Background: an optimization exercise with open tools, aiming at small area and a short achievable clock period. Do not read the settings as production practice. The RTL was checked by simulation tests, not by an equivalence proof against the original design. No activity file was given, so power comes from the tool's default toggle rates.

## flow/design.v (module list and top-level ports; edited modules follow where they fit)
// module tile_fma: 1290 lines
module tile_fma (
    input  wire        clk,
    input  wire        rst,
    input  wire        in_valid,
    input  wire [31:0] in_a,
    input  wire [31:0] in_b,
    input  wire [31:0] in_c,
    output reg         out_valid,
    output reg  [31:0] out_r
);
  // ...
==> flow/flow/run.sh <==
#!/bin/bash
# Layout flow: the standard ORFS flow (standard.sh, with its unchanged
# synthesis), with the resizer asked to repair setup down to a tighter
# target than the clock period, so that it sizes and buffers the longest
# pipeline stages. The constraints and clock period are the standard flow's own.
# standard.sh's output goes to layout.log; ORFS keeps each step's log
# under orfs/logs/.
set -euo pipefail
TARGET_NS=${TARGET_NS:-5.3}
export SETUP_SLACK_MARGIN=$(awk -v p="$FLOW_PERIOD_NS" -v t="$TARGET_NS" 'BEGIN { printf "%.3f", p - t }')
echo "SETUP_SLACK_MARGIN=$SETUP_SLACK_MARGIN" > flow_settings.log
bash standard.sh > layout.log 2>&1
==> flow/standard.sh <==
#!/bin/bash
# synth_recipe.tcl (not shown) runs the flow's synth.tcl, then flattens the netlist and writes it again
# the make line also repeats each setting of config.mk as NAME=value (left out here)
make -C /OpenROAD-flow-scripts/flow DESIGN_CONFIG=/design/flow/config.mk WORK_HOME=/design/flow/orfs CLKGATE_MAP_FILE= SYNTH_SCRIPT=/design/flow/synth_recipe.tcl "${@:-finish}"
==> flow/config.mk <==
export PLATFORM = sky130hd
export DESIGN_NAME = tile_fma
export DESIGN_NICKNAME = tile_fma
export VERILOG_FILES = /design/flow/design.v
export SDC_FILE = /design/flow/constraint.sdc
export NUM_CORES = 4
export LEC_CHECK = 0
export CAP_MARGIN = 20
export CORE_MARGIN = 2
export CORE_UTILIZATION = 40
export SLEW_MARGIN = 20
==> flow/constraint.sdc <==
create_clock -name core_clock -period 21.0 [get_ports {clk}]
set_input_delay 4.2000 -clock core_clock [delete_from_list [all_inputs] [get_ports {clk}]]
set_output_delay 4.2000 -clock core_clock [all_outputs]
set_load 0.01 [all_outputs]
==> flow_summary.toml, run 1 <==
[detailed_routing]
wl_met3_mm = 9.31
drc = 0

[finish]
drive_gt1_frac = 0.0885
reg_top3 = "s1_r1 x78, s2_mag x77, s1_r2 x47"
finalNetCount = 5107
area_share_nonclk_buffers = 0.0465
largest_reg_flops = 78
seqAreaFraction = 0.189

[worst_hold_path]
hold_depth = 0
hp-start = "s1_e[7]"

[logic_synthesis]
synth_top_area_frac = 0.276
synthArstFlopShare = 0
synthTopCellsByCount = "605 x nand2_1, 532 x fa_1, 408 x dfxtp_1, 406 x inv_1, 287 x nor2_1"
yosysWarnings = 1

[placement]
placed_cell_area_um2 = 41200
dp_hpwl_mm = 97.0
place.gp.congestion = 1.01

[timing]
worst_pin_slew_ns = 1.09
finClkSkew_ns = 0.0502
tns_ns = 0
finalHoldViolCount = 0

[grt]
gr-usage-all-layers = 0.258
antenna_found_initial = 0

[pwr]
p_seq_w = 0.00146
p_int_w = 0.00392

[die]
io_pins = 132
rows = 113
die_h_um = 314

[run_status]
status = "timing/DRC/antenna clean"

[worst_setup_path]
worst-path-stages = 1
path_delay_family = "flip-flops"
critPathMaxFanout = 1

[clock_network]
post_cts_buffers = 11
cts_sinks = 408
==> run 2, diff against run 1 <==
--- a/flow/design.v
+++ b/flow/design.v
@@ -5,71 +5,76 @@
     input  wire [31:0] in_a,
     input  wire [31:0] in_b,
     input  wire [31:0] in_c,
     output reg         out_valid,
     output reg  [31:0] out_r
 );
     localparam [31:0] QNAN = 32'h7FC0_0000;
     reg        s0_valid;
-    reg [31:0] s0_a, s0_b, s0_c;
+    reg [22:0] s0_fa, s0_fb;
+    reg [31:0] s0_c;
+    reg        s0_sa, s0_sb;
+    reg [8:0]  s0_eab;
+    reg        s0_a_zero, s0_a_max, s0_b_zero, s0_b_max;
     always @(posedge clk) begin
         if (rst) s0_valid <= 1'b0;
         else     s0_valid <= in_valid;
-        s0_a <= in_a;
-        s0_b <= in_b;
-        s0_c <= in_c;
+        s0_fa     <= in_a[22:0];
+        s0_fb     <= in_b[22:0];
+        s0_c      <= in_c;
+        s0_sa     <= in_a[31];
+        s0_sb     <= in_b[31];
+        s0_eab    <= {1'b0, in_a[30:23]} + {1'b0, in_b[30:23]};
+        s0_a_zero <= (in_a[30:23] == 8'd0);
+        s0_a_max  <= (in_a[30:23] == 8'hFF);
+        s0_b_zero <= (in_b[30:23] == 8'd0);
+        s0_b_max  <= (in_b[30:23] == 8'hFF);
     end
-    wire       sa = s0_a[31];
-    wire       sb = s0_b[31];
+    wire       sa = s0_sa;
+    wire       sb = s0_sb;
     wire       sc = s0_c[31];
-    wire [7:0] ea = s0_a[30:23];
-    wire [7:0] eb = s0_b[30:23];
     wire [7:0] ec = s0_c[30:23];
-    wire a_zero = (ea == 8'd0);
-    wire b_zero = (eb == 8'd0);
+    wire a_zero = s0_a_zero;
+    wire b_zero = s0_b_zero;
     wire c_zero = (ec == 8'd0);
-    wire a_max  = (ea == 8'hFF);
-    wire b_max  = (eb == 8'hFF);
     wire c_max  = (ec == 8'hFF);
-    wire a_inf  = a_max && (s0_a[22:0] == 23'd0);
-    wire b_inf  = b_max && (s0_b[22:0] == 23'd0);
+    wire a_inf  = s0_a_max && (s0_fa == 23'd0);
+    wire b_inf  = s0_b_max && (s0_fb == 23'd0);
     wire c_inf  = c_max && (s0_c[22:0] == 23'd0);
-    wire a_nan  = a_max && (s0_a[22:0] != 23'd0);
-    wire b_nan  = b_max && (s0_b[22:0] != 23'd0);
+    wire a_nan  = s0_a_max && (s0_fa != 23'd0);
+    wire b_nan  = s0_b_max && (s0_fb != 23'd0);
     wire c_nan  = c_max && (s0_c[22:0] != 23'd0);
     wire sp      = sa ^ sb;
     wire p_zero  = a_zero || b_zero;
     wire p_inf   = a_inf || b_inf;
     wire eff_sub = sp ^ sc;
     wire is_nan  = a_nan || b_nan || c_nan || (a_inf && b_zero) ||
                    (b_inf && a_zero) || (p_inf && c_inf && eff_sub);
     wire is_inf  = p_inf || c_inf;
     wire is_zero = p_zero && c_zero;
     wire sp_sign = p_inf ? sp : c_inf ? sc : (sp & sc);
-    wire [23:0] ma = {1'b1, s0_a[22:0]};
-    wire [23:0] mb = {1'b1, s0_b[22:0]};
+    wire [23:0] ma = {1'b1, s0_fa};
+    wire [23:0] mb = {1'b1, s0_fb};
     wire [23:0] mc = c_zero ? 24'd0 : {1'b1, s0_c[22:0]};
-    wire signed [10:0] d = $signed({3'd0, ea}) + $signed({3'd0, eb})
-                         - $signed({3'd0, ec}) - 11'sd98;
+    wire signed [10:0] eab98 = $signed({2'd0, s0_eab}) - 11'sd98;
+    wire signed [10:0] d     = eab98 - $signed({3'd0, ec});
     wire        c_scale = !c_zero && (p_zero || d[10]);
     wire        d_big   = !d[10] && (d[9:7] != 3'd0);
-    wire signed [10:0] e_top = c_scale ? $signed({3'd0, ec})
-                                       : ($signed({3'd0, ea}) + $signed({3'd0, eb}) - 11'sd98);
+    wire signed [10:0] e_top = c_scale ? $signed({3'd0, ec}) : eab98;
     wire [75:0] c_sh = {mc, 52'd0} >> d[6:0];
     wire [75:0] c_al = c_scale ? {mc, 52'd0} : (d_big ? 76'd0 : c_sh);
     reg c_lo;
     integer k;
     always @(*) begin
         c_lo = 1'b0;
         for (k = 0; k < 24; k = k + 1)
             if (d[6:0] >= 7'd53 + k[6:0]) c_lo = c_lo | mc[k];
     end
     wire c_st = !c_scale && (d_big ? (mc != 24'd0) : c_lo);
-    wire [47:0] px, py;
     wire m_pp0_0 = ma[0] & mb[0];
     wire m_pp0_1 = ma[0] & mb[1];
     wire m_pp0_2 = ma[0] & mb[2];
     wire m_pp0_3 = ma[0] & mb[3];
     wire m_pp0_4 = ma[0] & mb[4];
     wire m_pp0_5 = ma[0] & mb[5];
     wire m_pp0_6 = ma[0] & mb[6];
     wire m_pp0_7 = ma[0] & mb[7];
@@ -1142,23 +1147,176 @@
   wire m_t997, m_t998; assign m_t997 = m_t911 ^ m_t818 ^ m_t910; assign m_t998 = (m_t911 & m_t818) | (m_t910 & (m_t911 ^ m_t818));
   wire m_t999, m_t1000; assign m_t999 = m_t913 ^ m_t822 ^ m_t912; assign m_t1000 = (m_t913 & m_t822) | (m_t912 & (m_t913 ^ m_t822));
   wire m_t1001, m_t1002; assign m_t1001 = m_t915 ^ m_t826 ^ m_t914; assign m_t1002 = (m_t915 & m_t826) | (m_t914 & (m_t915 ^ m_t826));
   wire m_t1003, m_t1004; assign m_t1003 = m_t917 ^ m_t830 ^ m_t916; assign m_t1004 = (m_t917 & m_t830) | (m_t916 & (m_t917 ^ m_t830));
   wire m_t1005, m_t1006; assign m_t1005 = m_t919 ^ m_t834 ^ m_t918; assign m_t1006 = (m_t919 & m_t834) | (m_t918 & (m_t919 ^ m_t834));
   wire m_t1007, m_t1008; assign m_t1007 = m_t921 ^ m_t838 ^ m_t920; assign m_t1008 = (m_t921 & m_t838) | (m_t920 & (m_t921 ^ m_t838));
   wire m_t1009, m_t1010; assign m_t1009 = m_t923 ^ m_t840 ^ m_t922; assign m_t1010 = (m_t923 & m_t840) | (m_t922 & (m_t923 ^ m_t840));
   wire m_t1011, m_t1012; assign m_t1011 = m_pp22_23 ^ m_pp23_22 ^ m_t924; assign m_t1012 = (m_pp22_23 & m_pp23_22) | (m_t924 & (m_pp22_23 ^ m_pp23_22));
-    assign px = {1'b0, m_pp23_23, m_t1011, m_t1009, m_t1007, m_t1005, m_t1003, m_t1001, m_t999, m_t997, m_t995, m_t993, m_t991, m_t989, m_t987, m_t985, m_t983, m_t981, m_t979, m_t977, m_t975, m_t973, m_t971, m_t969, m_t967, m_t965, m_t963, m_t961, m_t959, m_t957, m_t955, m_t953, m_t951, m_t949, m_t947, m_t945, m_t943, m_t941, m_t939, m_t937, m_t935, m_t933, m_t931, m_t929, m_t927, m_t925, m_pp0_1, m_pp0_0};
-    assign py = {1'b0, m_t1012, m_t1010, m_t1008, m_t1006, m_t1004, m_t1002, m_t1000, m_t998, m_t996, m_t994, m_t992, m_t990, m_t988, m_t986, m_t984, m_t982, m_t980, m_t978, m_t976, m_t974, m_t972, m_t970, m_t968, m_t966, m_t964, m_t962, m_t960, m_t958, m_t956, m_t954, m_t952, m_t950, m_t948, m_t946, m_t944, m_t942, m_t940, m_t938, m_t936, m_t934, m_t932, m_t930, m_t928, m_t926, m_pp2_0, m_pp1_0, 1'b0};
     wire [77:0] oc = {1'b0, c_al, c_st} ^ {78{eff_sub}};
-    wire [77:0] qx = {29'd0, px, 1'b0};
-    wire [77:0] qy = {29'd0, py, 1'b0};
-    wire [77:0] r1 = oc ^ qx ^ qy;
-    wire [77:0] r2 = {((oc[76:0] & qx[76:0]) | (oc[76:0] & qy[76:0]) | (qx[76:0] & qy[76:0])), 1'b0};
+    wire [77:0] r1;
+    wire [78:0] r2;
+    assign r1[0] = oc[0];
+    assign r2[1] = 1'b0;
+    assign r1[1] = m_pp0_0 ^ oc[1];
+    assign r2[2] = m_pp0_0 & oc[1];
+    assign r1[2] = m_pp0_1 ^ m_pp1_0 ^ oc[2];
+    assign r2[3] = (m_pp0_1 & m_pp1_0) | (m_pp0_1 & oc[2]) | (m_pp1_0 & oc[2]);
+    assign r1[3] = m_t925 ^ m_pp2_0 ^ oc[3];
+    assign r2[4] = (m_t925 & m_pp2_0) | (m_t925 & oc[3]) | (m_pp2_0 & oc[3]);
+    assign r1[4] = m_t927 ^ m_t926 ^ oc[4];
+    assign r2[5] = (m_t927 & m_t926) | (m_t927 & oc[4]) | (m_t926 & oc[4]);
+    assign r1[5] = m_t929 ^ m_t928 ^ oc[5];
+    assign r2[6] = (m_t929 & m_t928) | (m_t929 & oc[5]) | (m_t928 & oc[5]);
+    assign r1[6] = m_t931 ^ m_t930 ^ oc[6];
+    assign r2[7] = (m_t931 & m_t930) | (m_t931 & oc[6]) | (m_t930 & oc[6]);
+    assign r1[7] = m_t933 ^ m_t932 ^ oc[7];
+    assign r2[8] = (m_t933 & m_t932) | (m_t933 & oc[7]) | (m_t932 & oc[7]);
+    assign r1[8] = m_t935 ^ m_t934 ^ oc[8];
+    assign r2[9] = (m_t935 & m_t934) | (m_t935 & oc[8]) | (m_t934 & oc[8]);
+    assign r1[9] = m_t937 ^ m_t936 ^ oc[9];
+    assign r2[10] = (m_t937 & m_t936) | (m_t937 & oc[9]) | (m_t936 & oc[9]);
+    assign r1[10] = m_t939 ^ m_t938 ^ oc[10];
+    assign r2[11] = (m_t939 & m_t938) | (m_t939 & oc[10]) | (m_t938 & oc[10]);
+    assign r1[11] = m_t941 ^ m_t940 ^ oc[11];
+    assign r2[12] = (m_t941 & m_t940) | (m_t941 & oc[11]) | (m_t940 & oc[11]);
+    assign r1[12] = m_t943 ^ m_t942 ^ oc[12];
+    assign r2[13] = (m_t943 & m_t942) | (m_t943 & oc[12]) | (m_t942 & oc[12]);
+    assign r1[13] = m_t945 ^ m_t944 ^ oc[13];
+    assign r2[14] = (m_t945 & m_t944) | (m_t945 & oc[13]) | (m_t944 & oc[13]);
+    assign r1[14] = m_t947 ^ m_t946 ^ oc[14];
+    assign r2[15] = (m_t947 & m_t946) | (m_t947 & oc[14]) | (m_t946 & oc[14]);
+    assign r1[15] = m_t949 ^ m_t948 ^ oc[15];
+    assign r2[16] = (m_t949 & m_t948) | (m_t949 & oc[15]) | (m_t948 & oc[15]);
+    assign r1[16] = m_t951 ^ m_t950 ^ oc[16];
+    assign r2[17] = (m_t951 & m_t950) | (m_t951 & oc[16]) | (m_t950 & oc[16]);
+    assign r1[17] = m_t953 ^ m_t952 ^ oc[17];
+    assign r2[18] = (m_t953 & m_t952) | (m_t953 & oc[17]) | (m_t952 & oc[17]);
+    assign r1[18] = m_t955 ^ m_t954 ^ oc[18];
+    assign r2[19] = (m_t955 & m_t954) | (m_t955 & oc[18]) | (m_t954 & oc[18]);
+    assign r1[19] = m_t957 ^ m_t956 ^ oc[19];
+    assign r2[20] = (m_t957 & m_t956) | (m_t957 & oc[19]) | (m_t956 & oc[19]);
+    assign r1[20] = m_t959 ^ m_t958 ^ oc[20];
+    assign r2[21] = (m_t959 & m_t958) | (m_t959 & oc[20]) | (m_t958 & oc[20]);
+    assign r1[21] = m_t961 ^ m_t960 ^ oc[21];
+    assign r2[22] = (m_t961 & m_t960) | (m_t961 & oc[21]) | (m_t960 & oc[21]);
+    assign r1[22] = m_t963 ^ m_t962 ^ oc[22];
+    assign r2[23] = (m_t963 & m_t962) | (m_t963 & oc[22]) | (m_t962 & oc[22]);
+    assign r1[23] = m_t965 ^ m_t964 ^ oc[23];
+    assign r2[24] = (m_t965 & m_t964) | (m_t965 & oc[23]) | (m_t964 & oc[23]);
+    assign r1[24] = m_t967 ^ m_t966 ^ oc[24];
+    assign r2[25] = (m_t967 & m_t966) | (m_t967 & oc[24]) | (m_t966 & oc[24]);
+    assign r1[25] = m_t969 ^ m_t968 ^ oc[25];
+    assign r2[26] = (m_t969 & m_t968) | (m_t969 & oc[25]) | (m_t968 & oc[25]);
+    assign r1[26] = m_t971 ^ m_t970 ^ oc[26];
+    assign r2[27] = (m_t971 & m_t970) | (m_t971 & oc[26]) | (m_t970 & oc[26]);
+    assign r1[27] = m_t973 ^ m_t972 ^ oc[27];
+    assign r2[28] = (m_t973 & m_t972) | (m_t973 & oc[27]) | (m_t972 & oc[27]);
+    assign r1[28] = m_t975 ^ m_t974 ^ oc[28];
+    assign r2[29] = (m_t975 & m_t974) | (m_t975 & oc[28]) | (m_t974 & oc[28]);
+    assign r1[29] = m_t977 ^ m_t976 ^ oc[29];
+    assign r2[30] = (m_t977 & m_t976) | (m_t977 & oc[29]) | (m_t976 & oc[29]);
+    assign r1[30] = m_t979 ^ m_t978 ^ oc[30];
+    assign r2[31] = (m_t979 & m_t978) | (m_t979 & oc[30]) | (m_t978 & oc[30]);
+    assign r1[31] = m_t981 ^ m_t980 ^ oc[31];
+    assign r2[32] = (m_t981 & m_t980) | (m_t981 & oc[31]) | (m_t980 & oc[31]);
+    assign r1[32] = m_t983 ^ m_t982 ^ oc[32];
+    assign r2[33] = (m_t983 & m_t982) | (m_t983 & oc[32]) | (m_t982 & oc[32]);
+    assign r1[33] = m_t985 ^ m_t984 ^ oc[33];
+    assign r2[34] = (m_t985 & m_t984) | (m_t985 & oc[33]) | (m_t984 & oc[33]);
+    assign r1[34] = m_t987 ^ m_t986 ^ oc[34];
+    assign r2[35] = (m_t987 & m_t986) | (m_t987 & oc[34]) | (m_t986 & oc[34]);
+    assign r1[35] = m_t989 ^ m_t988 ^ oc[35];
+    assign r2[36] = (m_t989 & m_t988) | (m_t989 & oc[35]) | (m_t988 & oc[35]);
+    assign r1[36] = m_t991 ^ m_t990 ^ oc[36];
+    assign r2[37] = (m_t991 & m_t990) | (m_t991 & oc[36]) | (m_t990 & oc[36]);
+    assign r1[37] = m_t993 ^ m_t992 ^ oc[37];
+    assign r2[38] = (m_t993 & m_t992) | (m_t993 & oc[37]) | (m_t992 & oc[37]);
+    assign r1[38] = m_t995 ^ m_t994 ^ oc[38];
+    assign r2[39] = (m_t995 & m_t994) | (m_t995 & oc[38]) | (m_t994 & oc[38]);
+    assign r1[39] = m_t997 ^ m_t996 ^ oc[39];
+    assign r2[40] = (m_t997 & m_t996) | (m_t997 & oc[39]) | (m_t996 & oc[39]);
+    assign r1[40] = m_t999 ^ m_t998 ^ oc[40];
+    assign r2[41] = (m_t999 & m_t998) | (m_t999 & oc[40]) | (m_t998 & oc[40]);
+    assign r1[41] = m_t1001 ^ m_t1000 ^ oc[41];
+    assign r2[42] = (m_t1001 & m_t1000) | (m_t1001 & oc[41]) | (m_t1000 & oc[41]);
+    assign r1[42] = m_t1003 ^ m_t1002 ^ oc[42];
+    assign r2[43] = (m_t1003 & m_t1002) | (m_t1003 & oc[42]) | (m_t1002 & oc[42]);
+    assign r1[43] = m_t1005 ^ m_t1004 ^ oc[43];
+    assign r2[44] = (m_t1005 & m_t1004) | (m_t1005 & oc[43]) | (m_t1004 & oc[43]);
+    assign r1[44] = m_t1007 ^ m_t1006 ^ oc[44];
+    assign r2[45] = (m_t1007 & m_t1006) | (m_t1007 & oc[44]) | (m_t1006 & oc[44]);
+    assign r1[45] = m_t1009 ^ m_t1008 ^ oc[45];
+    assign r2[46] = (m_t1009 & m_t1008) | (m_t1009 & oc[45]) | (m_t1008 & oc[45]);
+    assign r1[46] = m_t1011 ^ m_t1010 ^ oc[46];
+    assign r2[47] = (m_t1011 & m_t1010) | (m_t1011 & oc[46]) | (m_t1010 & oc[46]);
+    assign r1[47] = m_pp23_23 ^ m_t1012 ^ oc[47];
+    assign r2[48] = (m_pp23_23 & m_t1012) | (m_pp23_23 & oc[47]) | (m_t1012 & oc[47]);
+    assign r1[48] = oc[48];
+    assign r2[49] = 1'b0;
+    assign r1[49] = oc[49];
+    assign r2[50] = 1'b0;
+    assign r1[50] = oc[50];
+    assign r2[51] = 1'b0;
+    assign r1[51] = oc[51];
+    assign r2[52] = 1'b0;
+    assign r1[52] = oc[52];
+    assign r2[53] = 1'b0;
+    assign r1[53] = oc[53];
+    assign r2[54] = 1'b0;
+    assign r1[54] = oc[54];
+    assign r2[55] = 1'b0;
+    assign r1[55] = oc[55];
+    assign r2[56] = 1'b0;
+    assign r1[56] = oc[56];
+    assign r2[57] = 1'b0;
+    assign r1[57] = oc[57];
+    assign r2[58] = 1'b0;
+    assign r1[58] = oc[58];
+    assign r2[59] = 1'b0;
+    assign r1[59] = oc[59];
+    assign r2[60] = 1'b0;
+    assign r1[60] = oc[60];
+    assign r2[61] = 1'b0;
+    assign r1[61] = oc[61];
+    assign r2[62] = 1'b0;
+    assign r1[62] = oc[62];
+    assign r2[63] = 1'b0;
+    assign r1[63] = oc[63];
+    assign r2[64] = 1'b0;
+    assign r1[64] = oc[64];
+    assign r2[65] = 1'b0;
+    assign r1[65] = oc[65];
+    assign r2[66] = 1'b0;
+    assign r1[66] = oc[66];
+    assign r2[67] = 1'b0;
+    assign r1[67] = oc[67];
+    assign r2[68] = 1'b0;
+    assign r1[68] = oc[68];
+    assign r2[69] = 1'b0;
+    assign r1[69] = oc[69];
+    assign r2[70] = 1'b0;
+    assign r1[70] = oc[70];
+    assign r2[71] = 1'b0;
+    assign r1[71] = oc[71];
+    assign r2[72] = 1'b0;
+    assign r1[72] = oc[72];
+    assign r2[73] = 1'b0;
+    assign r1[73] = oc[73];
+    assign r2[74] = 1'b0;
+    assign r1[74] = oc[74];
+    assign r2[75] = 1'b0;
+    assign r1[75] = oc[75];
+    assign r2[76] = 1'b0;
+    assign r1[76] = oc[76];
+    assign r2[77] = 1'b0;
+    assign r1[77] = oc[77];
+    assign r2[78] = 1'b0;
+    assign r2[0] = 1'b0;
     reg        s1_valid;
     reg [77:0] s1_r1;
     reg [49:2] s1_r2;
     reg        s1_sub, s1_sc;
     reg signed [10:0] s1_e;
     reg        s1_nan, s1_inf, s1_zero, s1_ssign;
     always @(posedge clk) begin
         if (rst) s1_valid <= 1'b0;
@@ -1168,20 +1326,44 @@
         s1_sub   <= eff_sub;
         s1_sc    <= sc;
         s1_e     <= e_top;
         s1_nan   <= is_nan;
         s1_inf   <= is_inf;
         s1_zero  <= is_zero;
         s1_ssign <= sp_sign;
     end
-    wire [77:0] t   = s1_r1 + {28'd0, s1_r2, 2'd0};
-    wire [77:0] sum = s1_sub ? ~t : t;
-    wire        neg = sum[77];
-    wire [76:0] mag = neg ? (~sum[76:0] + 77'd1) : sum[76:0];
+    wire [77:0] xa = s1_r1;
+    wire [77:0] xb = {28'd0, s1_r2, 2'd0};
+    wire [77:0] hp = xa ^ xb;
+    genvar gk, gb;
+    generate
+        for (gk = 0; gk <= 7; gk = gk + 1) begin : pf
+            wire [77:0] g, p;
+            for (gb = 0; gb < 78; gb = gb + 1) begin : b
+                if (gk == 0) begin : l0
+                    assign g[gb] = xa[gb] & xb[gb];
+                    assign p[gb] = hp[gb];
+                end else if (gb < (1 << (gk - 1))) begin : cp
+                    assign g[gb] = pf[gk - 1].g[gb];
+                    assign p[gb] = pf[gk - 1].p[gb];
+                end else begin : op
+                    assign g[gb] = pf[gk - 1].g[gb] |
+                                   (pf[gk - 1].p[gb] & pf[gk - 1].g[gb - (1 << (gk - 1))]);
+                    assign p[gb] = pf[gk - 1].p[gb] & pf[gk - 1].p[gb - (1 << (gk - 1))];
+                end
+            end
+        end
+    endgenerate
+    wire [77:0] gG = pf[7].g;
+    wire [77:0] gP = pf[7].p;
+    wire [77:0] t0 = hp ^ {gG[76:0], 1'b0};                
+    wire [77:0] t1 = hp ^ {gG[76:0] | gP[76:0], 1'b1};     
+    wire        neg = s1_sub & ~t0[77];
+    wire [76:0] mag = !s1_sub ? t0[76:0] : (neg ? t1[76:0] : ~t0[76:0]);
     reg        s2_valid;
     reg [76:0] s2_mag;
     reg        s2_sign;
     reg signed [10:0] s2_e;
     reg        s2_nan, s2_inf, s2_zero, s2_ssign;
     always @(posedge clk) begin
         if (rst) s2_valid <= 1'b0;
         else     s2_valid <= s1_valid;
@@ -1234,57 +1416,62 @@
     wire [27:0] n2 = n2f[31:4];
     wire        st2 = |n2f[3:0];
     wire [27:0] n1f = lz[1] ? {n2[25:0], 2'd0} : n2;
     wire [25:0] n1 = n1f[27:2];
     wire        st1 = |n1f[1:0];
     wire [25:0] n0f = lz[0] ? {n1[24:0], 1'd0} : n1;
     wire [24:0] n0 = n0f[25:1];
     wire        st0 = n0f[0];
-    wire signed [10:0] e_norm = s2_e - $signed({4'd0, lz});
     reg        s3_valid;
     reg [24:0] s3_m;
     reg        s3_st;
     reg        s3_mzero;
     reg        s3_sign;
     reg signed [10:0] s3_e;
+    reg [6:0]  s3_lz;
     reg        s3_nan, s3_inf, s3_zero, s3_ssign;
     always @(posedge clk) begin
         if (rst) s3_valid <= 1'b0;
         else     s3_valid <= s2_valid;
         s3_m     <= n0;
         s3_st    <= st5 | st4 | st3 | st2 | st1 | st0;
         s3_mzero <= mag_zero;
         s3_sign  <= s2_sign;
-        s3_e     <= e_norm;
+        s3_e     <= s2_e;
+        s3_lz    <= lz;
         s3_nan   <= s2_nan;
         s3_inf   <= s2_inf;
         s3_zero  <= s2_zero;
         s3_ssign <= s2_ssign;
     end
     wire [23:0] m_trunc  = s3_m[24:1];
     wire        guard    = s3_m[0];
     wire        round_up = guard && (s3_st || m_trunc[0]);
     wire [24:0] m_round  = {1'b0, m_trunc} + {24'd0, round_up};
-    wire signed [10:0] e_out = s3_e + {10'd0, m_round[24]};
+    wire signed [10:0] e_norm = s3_e - $signed({4'd0, s3_lz});
+    wire        carry  = m_round[24];
+    wire        e_ovf  = carry ? (e_norm >= 11'sd254) : (e_norm >= 11'sd255);
+    wire        e_unf  = carry ? (e_norm <= -11'sd1)  : (e_norm <= 11'sd0);
+    wire [7:0]  e_fld  = e_norm[7:0] + {7'd0, carry};
     reg [31:0] result;
     always @(*) begin
         if (s3_nan)
             result = QNAN;
         else if (s3_inf)
             result = {s3_ssign, 8'hFF, 23'd0};
         else if (s3_zero)
             result = {s3_ssign, 31'd0};
         else if (s3_mzero)
             result = 32'd0;                           
-        else if (e_out >= 11'sd255)
+        else if (e_ovf)
             result = {s3_sign, 8'hFF, 23'd0};         
-        else if (e_out <= 11'sd0)
+        else if (e_unf)
             result = {s3_sign, 31'd0};                
         else
-            result = {s3_sign, e_out[7:0], m_round[22:0]};
+            result = {s3_sign, e_fld, m_round[22:0]};
     end
     always @(posedge clk) begin
         if (rst) out_valid <= 1'b0;
         else     out_valid <= s3_valid;
         out_r <= result;
     end
 endmodule
==> flow/flow/run.sh (replaced) <==
#!/bin/bash
# Layout flow: the standard ORFS flow (standard.sh, with its unchanged
# synthesis) with two changes to how the layout is made:
#  - the resizer repairs setup towards a tighter target than the clock
#    period, so that it sizes and buffers the longest pipeline stages;
#  - the port buffers are buf_4 cells rather than the default choice.
# The constraints and the clock period are the standard flow's own.
# standard.sh's output goes to layout.log; ORFS keeps each step's log
# under orfs/logs/.
set -euo pipefail
TARGET_NS=4.9
export SETUP_SLACK_MARGIN=$(awk -v p="$FLOW_PERIOD_NS" -v t="$TARGET_NS" 'BEGIN { printf "%.3f", p - t }')
export BUFFER_PORTS_ARGS="-buffer_cell sky130_fd_sc_hd__buf_4"
echo "SETUP_SLACK_MARGIN=$SETUP_SLACK_MARGIN BUFFER_PORTS_ARGS=$BUFFER_PORTS_ARGS" > flow_settings.log
bash standard.sh > layout.log 2>&1
==> flow_summary.toml, run 2 <==
[pwr]
switchingPower_w = 0.00391
p_seq_frac = 0.192
p_int_w = 0.00382
p_leak_nw = 19.3
power_density_nw_per_um2 = 170
p_comb_frac = 0.689
switching_share = 0.506
power_w = 0.00773
ir_worst_vdd_mv = 0.0991
clockPowerShare = 0.119

[logic_synthesis]
ys_seq_area_frac = 0.207
synth_top_area_frac = 0.268
synthMuxAreaShare = 0.0528
synth_compound_gate_area_share = 0.125
yosys.area_share.simple = 0.201
synthFlopType = "dfxtp_1"
synth.largest_area_cell = "fa_1"
synth_top_family_by_area = "adder cells"
yosys.cell_types.count = 92
synth_area_leaders = "fa_1 27%, dfxtp_1 21%, and2_1 7.6%"
synth.net_count = 5156
synth_edf_count = 0
yosysMostFrequentCell = "inv_1"
syn_inst = 4423
synthAdderAreaFrac = 0.301
syn_avg_cell_area_um2 = 8.99
synthTopCellsByCount = "550 x inv_1, 532 x fa_1, 482 x and2_1, 411 x dfxtp_1, 268 x nand2_1"
mappedNetlistArea_um2 = 39800
ys_seq_elements = 411
synthArstFlopShare = 0
synthXorXnorAreaFrac = 0.0357
yosysWarnings = 1

[timing]
post-route-min-period_ns = 5.27
slew_violations = 0
maxSlewHeadroom = 0.174
worst_pin_slew_ns = 1.23
setup_viol = 0
tns_ns = 0
max_freq_mhz = 190
finalHoldViolCount = 0
finalCritPeriodShare = 0.251
rsz0062_at_grt = "yes"
finClkSkew_ns = 0.0456

[worst_setup_path]
path_delay_family = "flip-flops"
cp-end-kind = "output port"
arrival_ns = 1.07
cp_data_required_time_ns = 16.80
critPathMaxFanout = 1
cpMaxStageDelayCell = "dfxtp_2"
crit_path_cell_trace = "buf_6"
crit_buf_inv = 1
start_kind = "flip-flop"
cpPeakStageDelay_ns = 0.32
crit_type = "flip-flop to output port"

[finish]
largest_reg_flops = 78
finalNonFillerCells = 5818
reg_top3 = "s1_r1 x78, s2_mag x77, s1_r2 x47"
layout.cells.most_common_list = "538 x inv_1, 504 x fa_1, 459 x and2_1"
top_register = "s1_r1"
drive_gt1_frac = 0.138
finalNetCount = 5225
fin_area_um2 = 45500
final_common_cell = "inv_1"
area_growth_pct = 14.4
diodes = 0

[grt]
grt_max_degree = 58
grt_overflow = 0
antenna_found_initial = 0
grt_pass1_vias = 33300
grt_pass1_wl_mm = 205
gr-usage-all-layers = 0.262

[detailed_routing]
first_iter_violations = 3255
vias_per_cell = 5.74
final_antenna_net_count = 0
wl_mm = 136
vias = 33400
wire_per_inst_um = 23.4
dr.pass1.iters = 6
drc = 0

[die]
start_util = 0.404
die_width_um = 319
rows = 115
io_pins = 132
core-area_um2 = 98400
die-area_um2 = 102000
die_h_um = 319

[clock_network]
htreeDepth = 2
clk-insertion-delay-late_ns = 0.64
clock-root-buffer = "clkbuf_16"
clockBufferDepth = 3
cts_tree = "done"
cts_made_buffers = 48
path_clk_slew_ns = 0.06
ctsHoldBuffers = 0
cts_sinks = 411

[placement]
place.gp.congestion = 0.979
placed_cell_area_um2 = 42000
port_buffers = 131
dp_hpwl_mm = 97.3
dp_cells = 5654

[worst_hold_path]
hold_path_class = "flip-flop to flip-flop"

[run_status]
status = "timing/DRC/antenna clean"

[flow_run]
maxCapViolations = 0
## run 2: worst paths after layout
check        slack (ns)  depth (start not counted)   endpoint       from
max               15.73                          1  out_r[27]  out_r[27]
min                0.32                          0    s2_e[8]    s1_e[8]
max reg2reg       16.01                         12  s1_r1[27]   s0_fa[8]
min reg2reg        0.32                          0    s2_e[8]    s1_e[8]
## run 2: repair_timing
| action | CTS | global route |
|---|---|---|
| gates resized for setup | 156 | 110 |
| setup buffers | 28 | 31 |
| gates cloned | 9 | 7 |
| pin swaps | 64 | 71 |
| setup endpoints to repair | 82 | 77 |
## run 2: cells by family after synthesis
group	count (synthesis)
buffers and inverters	812
adder cells (fa/ha/maj)	637
XOR/XNOR	162
AO/OA/AOI/OAI	737
multiplexers	189
AND/OR/NAND/NOR	1475
flip-flops	411
## run 2: cell type report
| type | instances | area, µm² |
|---|---|---|
| Sequential cell | 411 | 8360 |
| Clock inverter | 26 | 447 |
| Multi-Input combinational cell | 3200 | 28800 |
| Tap cell | 1287 | 1610 |
| Inverter | 554 | 2080 |
| Fill cell | 9522 | 52900 |
| Timing Repair Buffer | 277 | 2860 |
| Clock buffer | 63 | 1310 |
## run 2: through the flow
step | setup slack (ns) | hold slack (ns) | util
after global routing | 15.69 | 0.328 | 0.462
after floorplan | 15.50 | 0.310 | -
after global placement | 15.23 | 0.311 | 0.426
after detailed placement | 15.23 | 0.313 | 0.426
after CTS | 15.70 | 0.324 | 0.455
final | 15.73 | 0.323 | 0.462
## run 2: power by group through the flow
stage          Sequential [W]  Clock (W)  Combinational [W]
6_report              0.00149   0.000919            0.00532
5_1_grt               0.00151   0.000975            0.00586
4_1_cts               0.00148   0.000943            0.00515
3_5_place_dp          0.00149          0            0.00510
3_3_place_gp          0.00148          0            0.00498
2_1_floorplan         0.00136          0            0.00351
## run 2: per-layer routing
metal  global-route usage  share of wire  vias to the layer above
li1                     -              -                    14900
met1                0.352           0.41                    16500
met3               0.0335          0.079                      354
met2                0.423           0.46                     1648
met5                    0              0                        -
met4                0.112          0.054                        0
==> run 3, diff against run 2 <==
--- a/flow/flow/run.sh
+++ b/flow/flow/run.sh
@@ -9,5 +9,5 @@
 # under orfs/logs/.
 set -euo pipefail
-TARGET_NS=4.9
+TARGET_NS=5.3
 export SETUP_SLACK_MARGIN=$(awk -v p="$FLOW_PERIOD_NS" -v t="$TARGET_NS" 'BEGIN { printf "%.3f", p - t }')
 export BUFFER_PORTS_ARGS="-buffer_cell sky130_fd_sc_hd__buf_4"
==> flow_summary.toml, run 3 <==
[placement]
port_buffers = 131
dp_hpwl_mm = 97.7
place.gp.congestion = 0.976

[clock_network]
cts_made_buffers = 48
cts_sinks = 411
clockBufferDepth = 3
path_clk_slew_ns = 0.06
clock-root-buffer = "clkbuf_16"
clk-insertion-delay-late_ns = 0.67
post_cts_buffers = 0
htreeDepth = 2
cts_tree = "done"

[worst_setup_path]
path_delay_family = "flip-flops"
critPathMaxFanout = 1
crit_type = "flip-flop to output port"
cpPeakStageDelay_ns = 0.32
crit_buf_inv = 1
cp_data_required_time_ns = 16.80
worst-path-stages = 1
rr_worst_depth = 12
cpMaxStageDelayCell = "dfxtp_2"
cp-end-kind = "output port"
start_kind = "flip-flop"
arrival_ns = 1.08
crit_path_cell_trace = "buf_6"

[grt]
busiest_layer = "met2"
grt_pass1_vias = 32600
gr-usage-all-layers = 0.253
grtUsageMet2 = 0.409
antenna_found_initial = 3
grt_pass1_wl_mm = 199
grt_overflow = 0
gr-usage-met3 = 0.0347
grt_max_degree = 66
grt.met1_usage = 0.340

[die]
die_h_um = 319
io_pins = 132
core-area_um2 = 98400
rows = 115
die-area_um2 = 102000
start_util = 0.404
die_width_um = 319

[detailed_routing]
final_antenna_net_count = 0
wl_mm = 130
drc = 0
wire_per_inst_um = 22.6
first_iter_violations = 2937
vias_per_cell = 5.68
vias = 32600
dr.pass1.iters = 8

[flow_run]
maxCapViolations = 0

[finish]
area_growth_pct = 10.4
finalNetCount = 5150
final_common_cell = "inv_1"
drive_gt1_frac = 0.103
diodes = 0
reg_top3 = "s1_r1 x78, s2_mag x77, s1_r2 x47"
largest_reg_flops = 78
fillCellCount = 9660
top_register = "s1_r1"
layout.cells.most_common_list = "549 x inv_1, 531 x fa_1, 482 x and2_1"

[timing]
setup_viol = 0
max_freq_mhz = 189
post-route-min-period_ns = 5.28
tns_ns = 0
maxSlewHeadroom = 0.300
finalCritPeriodShare = 0.252
rsz0062_at_grt = "yes"
finalHoldViolCount = 0
slew_violations = 0
worst_pin_slew_ns = 1.04
finClkSkew_ns = 0.0432

[run_status]
status = "timing/DRC/antenna clean"

[pwr]
p_leak_nw = 18.5
power_w = 0.00761
ir_worst_vdd_mv = 0.113
power_density_nw_per_um2 = 173

[logic_synthesis]
synthArstFlopShare = 0
synthTopCellsByCount = "550 x inv_1, 532 x fa_1, 482 x and2_1, 411 x dfxtp_1, 268 x nand2_1"
mappedNetlistArea_um2 = 39800
syn_avg_cell_area_um2 = 8.99
synth.net_count = 5156
syn_inst = 4423
synth_top_area_frac = 0.268
synthFlopType = "dfxtp_1"
ys_seq_area_frac = 0.207
yosysMostFrequentCell = "inv_1"
yosysWarnings = 1
synth_area_leaders = "fa_1 27%, dfxtp_1 21%, and2_1 7.6%"
ys_seq_elements = 411
synth_edf_count = 0
synth.largest_area_cell = "fa_1"
yosys.cell_types.count = 92

[worst_hold_path]
hold_depth = 0
hold_path_class = "flip-flop to flip-flop"
## run 3: cell types whose count changed in the layout (fill, tap and decap cells not counted), sizes merged
cell,change
bufinv,-3
clkinvlp,-1
clkinv,+7
bufbuf,-9
buf,-59
clkbuf,-12
inv,+1
## run 3: area by class of cell
type                       instances  area (µm²)  area share
clock inverter                    30         412     0.00937
timing repair buffer             202        1670      0.0380
tap                             1287        1610      0.0367
inverter                         554        2080      0.0474
clock buffer                      58        1300      0.0296
sequential                       411        8310       0.189
multi-input combinational       3200       28500       0.650
## run 3: where the power goes
group,internal [W],leakage [nW],total [W],switching (W)
Sequential,0.00117,3.46,0.00149,0.000321
Combinational,0.00202,14.2,0.00523,0.00320
Clock,0.000514,0.828,0.000881,0.000367
## run 3: timing repair
action / 4_1_cts / 5_1_grt
gates resized for setup: 61 / 34
hold buffers: 0 / 0
endpoints found under the setup margin: 57 / 55
endpoints found under the hold margin: 0 / 0
## run 3: cell families after synthesis
| group | count (synthesis) | share of synthesized area |
|---|---|---|
| and+or+nand+nor | 1475 | 0.201 |
| buffers and inverters | 812 | 0.0779 |
| AOI/OAI and AO/OA | 737 | 0.125 |
| adders and majority gates | 637 | 0.301 |
| DFF | 411 | 0.207 |
| muxes | 189 | 0.0528 |
| xor gates and xnor gates | 162 | 0.0357 |
## run 3: path summary, 6_finish.rpt
kind,from,end,slack (ns)
setup / recovery,out_r[0],out_r[0],15.72
hold / removal,s2_e[4],s3_e[4],0.32
setup reg to reg,s0_fa[11],s1_r1[25],15.86
hold reg to reg,s2_e[4],s3_e[4],0.32
## run 3: per-stage QoR
stage                     hold WS, ns   util  worst slack (ns)  cell area, µm²  instances
after floorplan                 0.310      -             15.50           39800       4423
after global placement          0.311  0.426             15.24           42000       5654
after detailed placement        0.312  0.426             15.24           42000       5654
after CTS                       0.324  0.445             15.67           43800       5742
after global routing            0.324  0.446             15.67           43900       5742
final                           0.322  0.446             15.72           43900       5742
## run 3: metal layers
| metal | vias up | share of wire |
|---|---|---|
| met5 | - | 0.00010 |
| met4 | 2 | 0.048 |
| met3 | 306 | 0.074 |
| met2 | 1490 | 0.46 |
| met1 | 16100 | 0.42 |
| li1 | 14700 | - |
==> run 4, diff against run 3 <==
==> flow/flow/run.sh (replaced) <==
#!/bin/bash
# Layout flow: the standard ORFS flow (standard.sh) with these changes
# to how the layout is made (the constraints and clock period are the standard flow's):
#  - after the standard synthesis, flow/fapol.py re-chooses the polarity of
#    each full adder (a full adder is self-dual) and of gates that have a
#    complementary twin, to drop most of the inverters that synthesis left
#    between the adders; registers and the logic function are unchanged;
#  - the resizer repairs setup towards a target tighter than the clock
#    period, so that it sizes and buffers the longest pipeline stages;
#  - the port buffers are buf_4 cells.
# Logs: synth.log and layout.log (standard.sh), fapol.log (the netlist
# pass); ORFS keeps each step's log under orfs/logs/.
set -euo pipefail
TARGET_NS=5.3
export SETUP_SLACK_MARGIN=$(awk -v p="$FLOW_PERIOD_NS" -v t="$TARGET_NS" 'BEGIN { printf "%.3f", p - t }')
export BUFFER_PORTS_ARGS="-buffer_cell sky130_fd_sc_hd__buf_4"
echo "SETUP_SLACK_MARGIN=$SETUP_SLACK_MARGIN BUFFER_PORTS_ARGS=$BUFFER_PORTS_ARGS" > flow_settings.log
bash standard.sh synth > synth.log 2>&1
RES=orfs/results/$FLOW_PLATFORM/tile_fma/base
LIB=$FLOW_HOME/platforms/$FLOW_PLATFORM/lib/sky130_fd_sc_hd__tt_025C_1v80.lib
cp $RES/1_2_yosys.v $RES/1_2_yosys.standard.v
python3 flow/fapol.py $LIB $RES/1_2_yosys.standard.v $RES/1_2_yosys.fapol.v > fapol.log 2>&1
cp $RES/1_2_yosys.fapol.v $RES/1_2_yosys.v
rm -f $RES/1_synth.odb $RES/1_synth.sdc
bash standard.sh > layout.log 2>&1
==> flow/flow/fapol.py (new file) <==
#!/usr/bin/env python3
"""Re-choose the polarity of the full adders in a Yosys netlist.

A full adder is self-dual: FA(~a, ~b, ~c) = (~sum, ~cout). Synthesis
leaves inverters between full adders wherever its gate netlist happened to
carry a signal inverted. This script strips every inverter, records each
net as a literal (root net, parity), picks for each full adder whether it
computes the true or the inverted sum and carry (greedily, to need the
fewest inverted roots), and writes the netlist back with one inverter per
root that some load needs inverted. The logic function and every register
are unchanged.

usage: fapol.py LIB IN.v OUT.v"""
import re, sys

AREA = {}

def lib_outputs(path):
    outs = {}
    cell = None
    pin = None
    for line in open(path):
        m = re.match(r'\s*cell\s*\(\s*"?([\w]+)"?\s*\)', line)
        if m:
            cell = m.group(1); outs[cell] = set(); pin = None; continue
        m = re.match(r'\s*area\s*:\s*([\d.]+)', line)
        if m and cell and pin is None:
            AREA[cell] = float(m.group(1)); continue
        m = re.match(r'\s*pin\s*\(\s*"?([\w]+)"?\s*\)', line)
        if m:
            pin = m.group(1); continue
        if cell and pin and re.match(r'\s*direction\s*:\s*"?output', line):
            outs[cell].add(pin)
    return outs

CELL_RE = re.compile(r'^  (sky130_fd_sc_hd__\w+) (\S+(?: )?) \(\n(.*?)\n  \);\n', re.S | re.M)
PIN_RE = re.compile(r'\.(\w+)\((.*?)\)(?:,)?\s*$', re.M)
INV_RE = re.compile(r'sky130_fd_sc_hd__(?:clk)?inv_\d+$')
# cells with a twin of the complementary output function and the same inputs
PAIRS = [("and2", "nand2"), ("and3", "nand3"), ("and4", "nand4"), ("or2", "nor2"),
         ("or3", "nor3"), ("or4", "nor4"), ("xor2", "xnor2"), ("a21o", "a21oi"),
         ("o21a", "o21ai"), ("a22o", "a22oi"), ("o22a", "o22ai"), ("a211o", "a211oi"),
         ("o211a", "o211ai"), ("a31o", "a31oi"), ("o31a", "o31ai"), ("a32o", "a32oi"),
         ("mux2", "mux2i"), ("buf", "inv")]
TWIN = {}
for p, n in PAIRS:
    for d in ("0", "1", "2", "4"):
        TWIN[f"sky130_fd_sc_hd__{p}_{d}"] = f"sky130_fd_sc_hd__{n}_{d}"
        TWIN[f"sky130_fd_sc_hd__{n}_{d}"] = f"sky130_fd_sc_hd__{p}_{d}"
FA_RE = re.compile(r'sky130_fd_sc_hd__fa_\d+$')

def main(lib, src, dst):
    outs = lib_outputs(lib)
    text = open(src).read()
    cells = []
    for m in CELL_RE.finditer(text):
        pins = [(p, n) for p, n in PIN_RE.findall(m.group(3))]
        cells.append({"type": m.group(1), "name": m.group(2), "pins": pins,
                      "span": m.span()})
    first = cells[0]["span"][0]
    last = cells[-1]["span"][1]
    head, tail = text[:first], text[last:]
    assert "assign" not in tail and "assign" not in head, "assign statements not handled"
    # port names
    ports_out = set()
    for m in re.finditer(r'^\s*output\s+(?:\[(\d+):(\d+)\]\s+)?(\w+);', head, re.M):
        if m.group(1):
            for i in range(int(m.group(2)), int(m.group(1)) + 1):
                ports_out.add(f"{m.group(3)}[{i}]")
        else:
            ports_out.add(m.group(3))
    driver = {}
    for i, c in enumerate(cells):
        for p, n in c["pins"]:
            if p in outs[c["type"]]:
                driver[n.strip()] = (i, p)
    is_inv = [bool(INV_RE.match(c["type"])) for c in cells]
    # inverters driving an output port stay as they are
    keep_inv = [is_inv[i] and any(p == "Y" and n.strip() in ports_out for p, n in c["pins"])
                for i, c in enumerate(cells)]
    memo = {}
    def root(net):
        net = net.strip()
        if net in memo:
            return memo[net]
        d = driver.get(net)
        if d is not None and is_inv[d[0]] and not keep_inv[d[0]]:
            a = dict(cells[d[0]]["pins"])["A"]
            r, p = root(a)
            res = (r, p ^ 1)
        else:
            res = (net, 0)
        memo[net] = res
        return res
    # loads: (cell index, pin index, root, parity)
    loads = []
    for i, c in enumerate(cells):
        if is_inv[i] and not keep_inv[i]:
            continue
        for k, (p, n) in enumerate(c["pins"]):
            if p in outs[c["type"]]:
                continue
            n = n.strip()
            if re.match(r"^\d+'[hb]", n):
                loads.append((i, k, n, 0))
                continue
            r, par = root(n)
            loads.append((i, k, r, par))
    is_fa = [bool(FA_RE.match(c["type"])) for c in cells]
    INV_AREA = AREA["sky130_fd_sc_hd__inv_1"]
    # flippable drivers: full adders (inputs and outputs) and gates with a
    # complementary twin (output only)
    twin = {}
    for i, c in enumerate(cells):
        t = TWIN.get(c["type"])
        if t and t in AREA and not is_inv[i] and len(outs[c["type"]]) == 1:
            twin[i] = t
    prod = {}
    for i, c in enumerate(cells):
        if is_fa[i] or i in twin:
            for p, n in c["pins"]:
                if p in outs[c["type"]]:
                    prod[n.strip()] = i
    flip = [0] * len(cells)
    by_root = {}
    for li, (i, k, r, par) in enumerate(loads):
        by_root.setdefault(r, []).append(li)
    fa_in = {i: [] for i in range(len(cells)) if is_fa[i]}
    for li, (i, k, r, par) in enumerate(loads):
        if is_fa[i]:
            fa_in[i].append(r)
    const = lambda r: bool(re.match(r"^\d+'[hb]", r))
    def need(li):
        i, k, r, par = loads[li]
        if const(r):
            return 0
        return par ^ (flip[i] if is_fa[i] else 0) ^ (flip[prod[r]] if r in prod else 0)
    def cost(r):
        if const(r):
            return 0
        return INV_AREA if any(need(li) for li in by_root.get(r, [])) else 0
    def gate_delta(i):
        return (AREA[twin[i]] - AREA[cells[i]["type"]]) if (i in twin and flip[i]) else 0.0
    def touched(i):
        rs = set(fa_in[i]) if is_fa[i] else set()
        for p, n in cells[i]["pins"]:
            if p in outs[cells[i]["type"]]:
                rs.add(n.strip())
        return rs
    movers = [i for i in range(len(cells)) if is_fa[i] or i in twin]
    tset = {i: touched(i) for i in movers}
    def total():
        return sum(cost(r) for r in by_root) + sum(gate_delta(i) for i in movers)
    before = total()
    changed = True
    passes = 0
    while changed and passes < 100:
        changed = False
        passes += 1
        for i in movers:
            rs = tset[i]
            c0 = sum(cost(r) for r in rs) + gate_delta(i)
            flip[i] ^= 1
            c1 = sum(cost(r) for r in rs) + gate_delta(i)
            if c1 < c0 - 1e-9:
                changed = True
            else:
                flip[i] ^= 1
    # simulated annealing on top of the greedy result
    import random, math
    rng = random.Random(1)
    cur = total()
    best = cur
    best_flip = flip[:]
    T0, T1, steps = 3.0, 0.05, 400000
    for step in range(steps):
        T = T0 * (T1 / T0) ** (step / steps)
        i = movers[rng.randrange(len(movers))]
        rs = tset[i]
        c0 = sum(cost(r) for r in rs) + gate_delta(i)
        flip[i] ^= 1
        c1 = sum(cost(r) for r in rs) + gate_delta(i)
        d = c1 - c0
        if d <= 0 or rng.random() < math.exp(-d / T):
            cur += d
            if cur < best - 1e-9:
                best = cur
                best_flip = flip[:]
        else:
            flip[i] ^= 1
    flip[:] = best_flip
    after = total()
    n_inv = sum(1 for i in range(len(cells)) if is_inv[i] and not keep_inv[i])
    for i in twin:
        if flip[i]:
            c = cells[i]
            ot = c["type"]
            c["type"] = twin[i]
            op = next(iter(outs[ot]))
            np_ = next(iter(outs[twin[i]]))
            c["pins"] = [(np_ if p == op else p, n) for p, n in c["pins"]]
    # materialise
    invnet = {}
    newcells = []
    def inv_of(r):
        if r not in invnet:
            k = len(invnet)
            invnet[r] = f"_fapol_{k}_"
            rn = r if r.startswith("\\") is False else r + " "
            newcells.append(f"  sky130_fd_sc_hd__inv_1 _fapol_inv_{k}_ (\n    .A({rn}),\n    .Y(_fapol_{k}_)\n  );\n")
        return invnet[r]
    conn = {}
    for li, (i, k, r, par) in enumerate(loads):
        if re.match(r"^\d+'[hb]", r):
            conn[(i, k)] = r
            continue
        rn = r + " " if r.startswith("\\") else r
        conn[(i, k)] = inv_of(r) if need(li) else rn
    body = []
    for i, c in enumerate(cells):
        if is_inv[i] and not keep_inv[i]:
            continue
        pins = []
        for k, (p, n) in enumerate(c["pins"]):
            pins.append(f"    .{p}({conn.get((i, k), n)})")
        body.append(f"  {c['type']} {c['name']} (\n" + ",\n".join(pins) + "\n  );\n")
    decl = "".join(f"  wire {n};\n" for n in invnet.values())
    # wire declarations go after the last existing declaration in head
    out = head + decl + "".join(body) + "".join(newcells) + tail
    open(dst, "w").write(out)
    print(f"fapol: {sum(is_fa)} full adders, {sum(flip[i] for i in range(len(cells)) if is_fa[i])} flipped, "
          f"{sum(flip[i] for i in twin)} gates swapped for their twins, {passes} passes; "
          f"inverters {n_inv} -> {len(invnet)}; area change {after - before:+.1f} um2 "
          f"(not counting the {n_inv} inverters removed)")

if __name__ == "__main__":
    main(*sys.argv[1:4])

==> flow_summary.toml, run 4 <==
[run_status]
status = "timing/DRC/antenna clean"

[logic_synthesis]
syn_avg_cell_area_um2 = 9.27
syn_inst = 4093
yosysWarnings = 1
mappedNetlistArea_um2 = 37900
synth.net_count = 4826

[timing]
maxSlewHeadroom = 0.191
tns_ns = 0
rsz0062_at_grt = "yes"
slew_violations = 0
timing.final.ws_setup_ns = 15.73
max_freq_mhz = 190
finalHoldViolCount = 0
post-route-min-period_ns = 5.27
setup_viol = 0
worst_pin_slew_ns = 1.20
finClkSkew_ns = 0.0548
finalCritPeriodShare = 0.251

[worst_setup_path]
reg2reg_to = "s1_r1[27]"
path_delay_family = "flip-flops"
cpPeakStageDelay_ns = 0.32
arrival_ns = 1.07
crit_type = "flip-flop to output port"
cp-end-kind = "output port"
critPathMaxFanout = 1
cp_data_required_time_ns = 16.80
start_kind = "flip-flop"
rr_worst_depth = 12
r2r_slack_ns = 15.85
cpMaxStageDelayCell = "dfxtp_2"
crit_path_cell_trace = "buf_6"
r2r_start = "s0_fb[16]"
crit_buf_inv = 1

[finish]
area_growth_pct = 11.2
seqCellArea_um2 = 8280
reg_top3 = "s1_r1 x78, s2_mag x77, s1_r2 x47"
layout.cells.most_common_list = "531 x fa_1, 487 x nand2_1, 376 x dfxtp_1"
finalNetCount = 4828
fin_util = 0.451
multi_input_area_um2 = 28000
fillCellCount = 9102
drive_gt1_frac = 0.112
diodes = 0
top_register = "s1_r1"
largest_reg_flops = 78
final_common_cell = "fa_1"

[clock_network]
path_clk_slew_ns = 0.06
clk-insertion-delay-late_ns = 0.66
cts_sinks = 411
cts_tree = "done"
htreeDepth = 2
cts_made_buffers = 48
clockBufferDepth = 3
ctsHoldBuffers = 0
clock-root-buffer = "clkbuf_16"

[pwr]
p_leak_nw = 17.3
power_density_nw_per_um2 = 179
ir_worst_vdd_mv = 0.119

[die]
io_pins = 132
die_width_um = 312
start_util = 0.405
rows = 112
die-area_um2 = 97300
core-area_um2 = 93600
die_h_um = 312

[flow_run]
maxCapViolations = 0

[grt]
grt_overflow = 0
antenna_found_initial = 2
grt_max_degree = 83
gr-usage-all-layers = 0.264
grt_pass1_vias = 32100
grt_pass1_wl_mm = 198

[placement]
port_buffers = 131
pre_cts_ws_ns = 15.15
place.gp.congestion = 0.963
dp_hpwl_mm = 95.9

[worst_hold_path]
hold_path_class = "flip-flop to flip-flop"
hp-start = "s2_e[5]"
hold_depth = 0
hold_path_end = "s3_e[5]"

[detailed_routing]
final_antenna_net_count = 0
vias = 31500
vias_per_cell = 5.86
drc = 0
first_iter_violations = 3146
dr.pass1.iters = 5
wire_per_inst_um = 24.0
wl_mm = 130
==> run 4: worst max path at each step <==
stage	start	to	slack, ns	cells after the start
2_1_floorplan	in_a[23]	s0_eab[8]	15.46	9
3_3_place_gp	in_a[23]	s0_eab[8]	15.19	10
3_5_place_dp	s0_fa[6]	s1_r1[27]	15.15	12
4_1_cts	out_r[12]	out_r[12]	15.68	1
5_1_grt	out_r[12]	out_r[12]	15.68	1
6_report	out_r[12]	out_r[12]	15.73	1
==> run 4: layout make-up <==
type | count | area share
sequential | 411 | 0.196
clock buffer | 57 | 0.0307
timing repair buffer | 207 | 0.0417
clock inverter | 31 | 0.0103
multi-input combinational | 3200 | 0.664
tap | 1254 | 0.0372
inverter | 227 | 0.0203
==> run 4: where the power goes <==
group | leakage, nW | total, W | internal [W] | switching [W]
Sequential | 3.46 | 0.00148 | 0.00117 | 0.000310
Combinational | 13.0 | 0.00518 | 0.00203 | 0.00314
Clock | 0.839 | 0.000890 | 0.000525 | 0.000366
Total | 17.3 | 0.00755 | 0.00373 | 0.00382
==> run 4: through the flow <==
step	cells	hold WS [ns]	power [W]	area (µm²)
detailed placement	5298	0.312	0.00658	40200
finish	5387	0.321	0.00755	42200
floorplan	4093	0.310	0.00488	38000
global placement	5298	0.311	0.00650	40200
global route	5387	0.325	0.00822	42200
CTS	5386	0.325	0.00752	42000
==> run 4: layer usage <==
layer  part of all wire  global-route usage
met5                  0                   0
met4              0.044               0.103
met3              0.093              0.0536
met2               0.45               0.416
met1               0.41               0.358
==> run 4: what timing repair did <==
| item | 4_1_cts | 5_1_grt |
|---|---|---|
| endpoints found under the setup margin | 57 | 56 |
| endpoints found under the hold margin | 0 | 0 |
| buffers inserted | 0 | 1 |
| pin swaps | 0 | 0 |
| gates resized for setup | 52 | 44 |

[what the ideal ports hide]
How much do the figures lean on ideal ports? The routed layouts below were timed once more, with nothing changed but the port constraints. Step 1 (the two cells are an assumption about what drives the block):
set clk [get_ports {clk}]
set_driving_cell -lib_cell sky130_fd_sc_hd__clkbuf_16 $clk
set_driving_cell -lib_cell sky130_fd_sc_hd__buf_2 [delete_from_list [all_inputs] $clk]
Step 2 also shifts input and output timing later by t, the mid clock arrival at the registers, as if the neighbouring blocks saw the same clock. a / b / c = ideal / step 1 / step 2; a / b = the first two.
run | t (ns) | setup slack, ns | hold WS [ns] | worst data-port slew with drivers (ns) | pins driven straight from the clock port
run 1 | 0.706 | 15.707 / 15.639 / 15.772 | 0.305 / 0.305 / 0.305 | 0.06 | 1
run 2 | 0.692 | 15.731 / 15.660 / 15.374 | 0.323 / 0.323 / 0.323 | 0.06 | 1
run 3 | 0.718 | 15.718 / 15.645 / 15.239 | 0.322 / 0.322 / 0.322 | 0.06 | 1
run 4 | 0.700 | 15.726 / 15.660 / 15.186 | 0.321 / 0.321 / 0.321 | 0.09 | 1
After both steps setup and hold are still met in every run listed. The setup slack of run 4, which loses most, moves by -0.066 ns with the drivers and by -0.540 ns with both steps.
